What follows belongs to an exercise in optimizing a design on an open flow for small area, a short achievable clock period and few clock cycles per item; a production flow would make more cautious choices.
At most, simulation tests tie the RTL to the original design; equivalence was not proved.

==> exp/pepper <==
==> flow/design.v (excerpt) <==
module layer_blend (
    input  wire        clk,
    input  wire        rst,
    input  wire        cfg_we,
    input  wire        cfg_addr,
    input  wire [31:0] cfg_wdata,
    input  wire        in_valid,
    output wire        in_ready,
    input  wire [11:0] fg_y,
    input  wire [11:0] fg_cb,
    input  wire [11:0] fg_cr,
    input  wire [10:0] fg_a,
    input  wire [11:0] key_y,
    input  wire [11:0] bg_y,
    input  wire [11:0] bg_cb,
    input  wire [11:0] bg_cr,
    output reg         out_valid,
    input  wire        out_ready,
    output reg  [11:0] out_y,
    output reg  [11:0] out_cb,
    output reg  [11:0] out_cr
);
clock: 95.0 ns
lec_check: 0
abc_area: 1
cap_margin: 20
core_margin: 2
core_utilization: 40
slew_margin: 20
synth_hierarchical: 1
synth_minimum_keep_size: 0
standard.sh (not shown) runs the stock make flow with config.mk's settings and CLKGATE_MAP_FILE= SYNTH_SCRIPT=/design/flow/synth_recipe.tcl, a recipe that flattens the netlist after the stock synthesis.
==> flow/flow/run.sh <==
#!/bin/bash
# The standard layout, with plain buf_2 cells as the port buffers instead of
# the delay buffers that buffer_ports picks by default.
set -euo pipefail
export BUFFER_PORTS_ARGS="-buffer_cell sky130_fd_sc_hd__buf_2"
bash standard.sh > standard_flow.log 2>&1
==> exp/indigo: changes against exp/pepper <==
--- a/flow/config.mk
+++ b/flow/config.mk
@@ -7,6 +7,5 @@
 export LEC_CHECK = 0
-export ABC_AREA = 1
 export CAP_MARGIN = 20
 export CORE_MARGIN = 2
-export CORE_UTILIZATION = 40
+export CORE_UTILIZATION = 65
 export SLEW_MARGIN = 20
==> exp/yarrow: changes against exp/pepper <==
--- a/flow/config.mk
+++ b/flow/config.mk
@@ -7,3 +7,2 @@
 export LEC_CHECK = 0
-export ABC_AREA = 1
 export CAP_MARGIN = 20
==> summary of the runs <==
Worst setup slack, highest first: exp/indigo, exp/yarrow, exp/pepper. In exp/yarrow the cell area is higher than in exp/pepper, by 1.2%. The highest final cell count belongs to exp/pepper, the lowest to exp/indigo. Non-clock buffer count, lowest first: exp/pepper, exp/indigo, exp/yarrow. The highest global-route usage belongs to exp/indigo, the lowest to exp/yarrow. Critical path depth is the same in exp/yarrow and exp/indigo. In exp/pepper the via count is higher than in exp/yarrow, by 3.0%. In maximum frequency, exp/pepper and exp/yarrow hardly differ. Clock-buffer cell count, lowest first: exp/pepper, exp/indigo, exp/yarrow.
==> figures <==
| quantity | exp/yarrow | exp/pepper | exp/indigo |
|---|---|---|---|
| Outcome | finished clean | finished clean | finished clean |
| WL met2 | 39210 um | 41330 um | 39810 um |
| Critical Path Max Stage Delay | 0.39 ns | 0.42 ns | 0.40 ns |
| Setup clock skew after layout | 0.03979 ns | 0.05496 ns | 0.03512 ns |
| Worst reg2reg path depth | 86 | 85 | 86 |
| Minimum period implied by the final worst setup slack | 20.16 ns | 20.18 ns | 20.15 ns |
| Layout fillers | 8568 | 8737 | 4120 |
| Vias in the first global route | 26.83k | 27.36k | 27.92k |
| Hold Crit Start | r1_by[11]$_DFFE_PN_ | r1_fcb[1]$_DFFE_PN_ | r1_by[6]$_DFFE_PN_ |
| Number of clock buffers inserted by TritonCTS | 43 | 44 | 41 |
| GRT Resource Usage Total | 19.77% | 20.11% | 32.11% |
| Worst path arrival time | 1.16 ns | 1.18 ns | 1.15 ns |
| Routed wire length per instance | 18.29 um | 17.35 um | 19.95 um |
| Number of non-clock buffers | 240 | 221 | 231 |
| Violation count after the first detailed-route iteration | 1837 | 1715 | 2355 |
| Number of combinational gates with multiple inputs | 2946 | 3107 | 2946 |
| Initial Utilization | 40.47% | 40.34% | 66.07% |
| Routability congestion estimate | 0.8470 | 0.8769 | 0.9099 |
| Final Worst Setup Slack | 74.84 ns | 74.82 ns | 74.85 ns |
Testbench counts of exp/pepper, summed over its fixed seeds: cycles 24,768, items 24,576.
Testbench counts of exp/indigo, summed over its fixed seeds: cycles 24,768, items 24,576.
Testbench counts of exp/yarrow, summed over its fixed seeds: cycles 24,768, items 24,576.

* * *

==> job 7213 <==
layer_blend again, from the RTL that the note above started with.
Design layer_blend, start of the top module:
module layer_blend (
    input  wire        clk,
    input  wire        rst,
    input  wire        cfg_we,
    input  wire        cfg_addr,
    input  wire [31:0] cfg_wdata,
    input  wire        in_valid,
    output wire        in_ready,
    input  wire [11:0] fg_y,
    input  wire [11:0] fg_cb,
    input  wire [11:0] fg_cr,
    input  wire [10:0] fg_a,
    input  wire [11:0] key_y,
    input  wire [11:0] bg_y,
    input  wire [11:0] bg_cb,
    input  wire [11:0] bg_cr,
    output reg         out_valid,
    input  wire        out_ready,
    output reg  [11:0] out_y,
    output reg  [11:0] out_cb,
    output reg  [11:0] out_cr
);
clock: 95.0 ns
lec_check: 0
abc_area: 1
cap_margin: 20
core_margin: 2
core_utilization: 40
cts_cluster_diameter: 80
cts_cluster_size: 22
slew_margin: 20
synth_hierarchical: 1
synth_minimum_keep_size: 0
Scripts as last shown in full above: flow/flow/run.sh
==> inputs of job 2132, as changes to job 7213 <==
--- a/flow/design.v
+++ b/flow/design.v
@@ -20,34 +20,40 @@
     output reg  [11:0] out_cb,
     output reg  [11:0] out_cr
 );
     reg        premul;
     reg [1:0]  asrc;
     reg [10:0] galpha;
     reg        key_inv;
-    reg [11:0] key_hi;
     reg [11:0] key_lo;
+    reg [11:0] key_r;
+    reg        key_new;
     always @(posedge clk) begin
         if (rst) begin
             premul  <= 1'b0;
             asrc    <= 2'b00;
             galpha  <= 11'h400;
             key_inv <= 1'b0;
-            key_hi  <= 12'heb0;
+            key_r   <= 12'heb0 - 12'h100;
             key_lo  <= 12'h100;
-        end else if (cfg_we) begin
-            if (cfg_addr == 1'b0) begin
+            key_new <= 1'b0;
+        end else begin
+            if (cfg_we && cfg_addr == 1'b0) begin
                 premul <= cfg_wdata[29];
                 asrc   <= cfg_wdata[25:24];
                 galpha <= cfg_wdata[10:0];
-            end else begin
+            end
+            if (cfg_we && cfg_addr == 1'b1) begin
                 key_inv <= cfg_wdata[31];
-                key_hi  <= cfg_wdata[27:16];
+                key_r   <= cfg_wdata[27:16];
                 key_lo  <= cfg_wdata[11:0];
+            end else if (key_new) begin
+                key_r   <= key_r - key_lo;
             end
+            key_new <= cfg_we && cfg_addr == 1'b1;
         end
     end
     reg v0, v1, v2, vh, vs, rdy;
     wire go      = !vs;
     wire r2_free = !v2 || go;
     wire r1_free = !v1 || r2_free;
     wire r0_free = !v0 || r1_free;
@@ -64,18 +70,18 @@
     always @(posedge clk) begin
         if (r0_free) begin
             r0_fy  <= fg_y;  r0_fcb <= fg_cb; r0_fcr <= fg_cr;
             r0_by  <= bg_y;  r0_bcb <= bg_cb; r0_bcr <= bg_cr;
             r0_key <= (asrc == 2'b01) ? {1'b0, fg_a} : key_y;
         end
     end
-    wire [11:0] r     = key_hi - key_lo;
+    wire [11:0] r     = key_r;
     wire        below = r0_key < key_lo;
-    wire        above = r0_key >= key_hi;
     wire [11:0] pos   = r0_key - key_lo;
+    wire        above = !below && pos >= r;
     reg  [11:0] rem1;
     reg  [4:0]  qa;
     reg  [12:0] t1;
     integer i;
     always @(*) begin
         rem1 = pos;
         for (i = 4; i >= 0; i = i - 1) begin
ABC_AREA = default   (was 1)
CORE_UTILIZATION = 65   (was 40)
CTS_BUF_LIST = sky130_fd_sc_hd__clkbuf_8   (was default)
CTS_CLUSTER_DIAMETER = default   (was 80)
CTS_CLUSTER_SIZE = 30   (was 22)
==> inputs of job 2783, as changes to job 7213 <==
--- a/flow/design.v
+++ b/flow/design.v
@@ -69,44 +69,44 @@
         end
     end
     wire [11:0] r     = key_hi - key_lo;
     wire        below = r0_key < key_lo;
     wire        above = r0_key >= key_hi;
     wire [11:0] pos   = r0_key - key_lo;
     reg  [11:0] rem1;
-    reg  [4:0]  qa;
+    reg  [5:0]  qa;
     reg  [12:0] t1;
     integer i;
     always @(*) begin
         rem1 = pos;
-        for (i = 4; i >= 0; i = i - 1) begin
+        for (i = 5; i >= 0; i = i - 1) begin
             t1    = {rem1, 1'b0} - {1'b0, r};
             qa[i] = !t1[12] || rem1[11];
             rem1  = qa[i] ? t1[11:0] : {rem1[10:0], 1'b0};
         end
     end
     reg [11:0] r1_fy, r1_fcb, r1_fcr, r1_by, r1_bcb, r1_bcr;
     reg [11:0] r1_rem;     
-    reg [4:0]  r1_qa;
+    reg [5:0]  r1_qa;
     reg        r1_below, r1_above;
     always @(posedge clk) begin
         if (r1_free) begin
             r1_fy  <= r0_fy;  r1_fcb <= r0_fcb; r1_fcr <= r0_fcr;
             r1_by  <= r0_by;  r1_bcb <= r0_bcb; r1_bcr <= r0_bcr;
             r1_rem <= (asrc == 2'b01) ? r0_key : rem1;   r1_qa  <= qa;
             r1_below <= below; r1_above <= above;
         end
     end
     reg  [11:0] rem2;
-    reg  [5:0]  qb;
+    reg  [4:0]  qb;
     reg  [12:0] t2;
     integer k;
     always @(*) begin
         rem2 = r1_rem;
-        for (k = 5; k >= 0; k = k - 1) begin
+        for (k = 4; k >= 0; k = k - 1) begin
             t2    = {rem2, 1'b0} - {1'b0, r};
             qb[k] = !t2[12] || rem2[11];
             rem2  = qb[k] ? t2[11:0] : {rem2[10:0], 1'b0};
         end
     end
     reg [9:0] b;
     reg       b10, rb;
@@ -119,15 +119,15 @@
                 b   = r1_rem[9:0];
                 b10 = r1_rem[10];
             end
             2'b10: begin
                 if (r1_below || r1_above)
                     b10 = r1_above ^ key_inv;
                 else begin
-                    b  = {r1_qa, qb[5:1]} ^ {10{key_inv}};
+                    b  = {r1_qa, qb[4:1]} ^ {10{key_inv}};
                     rb = qb[0] ^ key_inv;
                 end
             end
             default: b10 = 1'b1;
         endcase
     end
     reg [11:0] r2_fy, r2_fcb, r2_fcr, r2_by, r2_bcb, r2_bcr;
==> flow/run.sh (new file) <==
#!/bin/bash
# synth_recipe.tcl (not shown) runs the flow's synth.tcl, then flattens the netlist and writes it again
# the make line also repeats each setting of config.mk as NAME=value (left out here)
make -C /OpenROAD-flow-scripts/flow DESIGN_CONFIG=/design/flow/config.mk WORK_HOME=/design/flow/orfs CLKGATE_MAP_FILE= SYNTH_SCRIPT=/design/flow/synth_recipe.tcl finish
ABC_AREA = default   (was 1)
CTS_CLUSTER_DIAMETER = default   (was 80)
CTS_CLUSTER_SIZE = default   (was 22)
removed: flow/flow/run.sh
removed: flow/standard.sh
==> summary of the runs <==
- Area after synthesis, highest first: job 2132, job 2783, job 7213.
- Register-to-register slack, highest first: job 7213, job 2132, job 2783.
- Global-route usage, highest first: job 2132, job 7213, job 2783.
- Synthesized cell count, lowest first: job 2783, job 2132, job 7213.
- Job 7213 finished with timing, DRC and antenna clean. Job 2783 ran to the end with no violations. Job 2132 went through all stages and came out clean.
==> figures <==
| quantity | job 7213 | job 2783 | job 2132 |
|---|---|---|---|
| Run status | no timing/DRC/antenna violations | no timing/DRC/antenna violations | no timing/DRC/antenna violations |
| Number of flip-flops and latches in the synthesized netlist | 376 | 377 | 377 |
| Max frequency | 49.5 MHz | 48.7 MHz | 49.3 MHz |
| Die Area | 93200 µm² | 94900 µm² | 60200 µm² |
| Routing layer with the top usage in global route | met2 | met1 | met2 |
| Final Instance Count excl. Fillers | 5252 | 5019 | 4670 |
| Number of antenna violations at the first check in global routing | 1 | 3 | 2 |
| Root buffer cell | sky130_fd_sc_hd__clkbuf_16 | sky130_fd_sc_hd__clkbuf_16 | sky130_fd_sc_hd__clkbuf_8 |
| Well Taps | 1176 | 1186 | 765 |
| Worst Path Max Fanout | 1 | 2 | 1 |
| Critical path's slowest cell | sky130_fd_sc_hd__edfxtp_1 | sky130_fd_sc_hd__clkdlybuf4s50_1 | sky130_fd_sc_hd__edfxtp_1 |
| Half-perimeter wire length after placement | 71600 µm | 69500 µm | 73700 µm |
Testbench counts of job 7213, summed over its fixed seeds: cycles 24,768, items 24,576.
Testbench counts of job 2783, summed over its fixed seeds: cycles 24,768, items 24,576.
Function not checked in job 2132: the RTL went through the layout flow alone.

-- port drivers added, routing unchanged --
No port has a modelled driver above. Below, the same layouts with a new extraction and two added sets of constraints.
Step 1 assumes that a clkbuf_16 drives the clock port and a buf_2 every other input.
Step 2 moves the port delays by t, midway between the first and last clock arrival at a register: inputs arrive t later, outputs are due t later. That takes back most of the time a late clock gives input paths.
a / b / c = ideal ports / drivers / drivers and shift; a / b = the first two.
run	t, ns	slack for setup (ns)	latest minus earliest clock arrival (ns)
exp/pepper	0.679	74.816 / 74.750 / 74.407	0.061 / 0.061
exp/indigo	0.647	74.847 / 74.785 / 74.554	0.039 / 0.040
exp/yarrow	0.657	74.843 / 74.782 / 74.759	0.041 / 0.041
job 7213	0.693	74.780 / 74.710 / 74.383	0.030 / 0.030
job 2132	0.702	74.713 / 74.653 / 74.479	0.043 / 0.043
job 2783	0.672	74.469 / 74.403 / 74.378	0.042 / 0.042
After both steps setup and hold are still met in every run listed. The setup slack of exp/pepper, which loses most, moves by -0.066 ns with the drivers and by -0.409 ns with both steps.
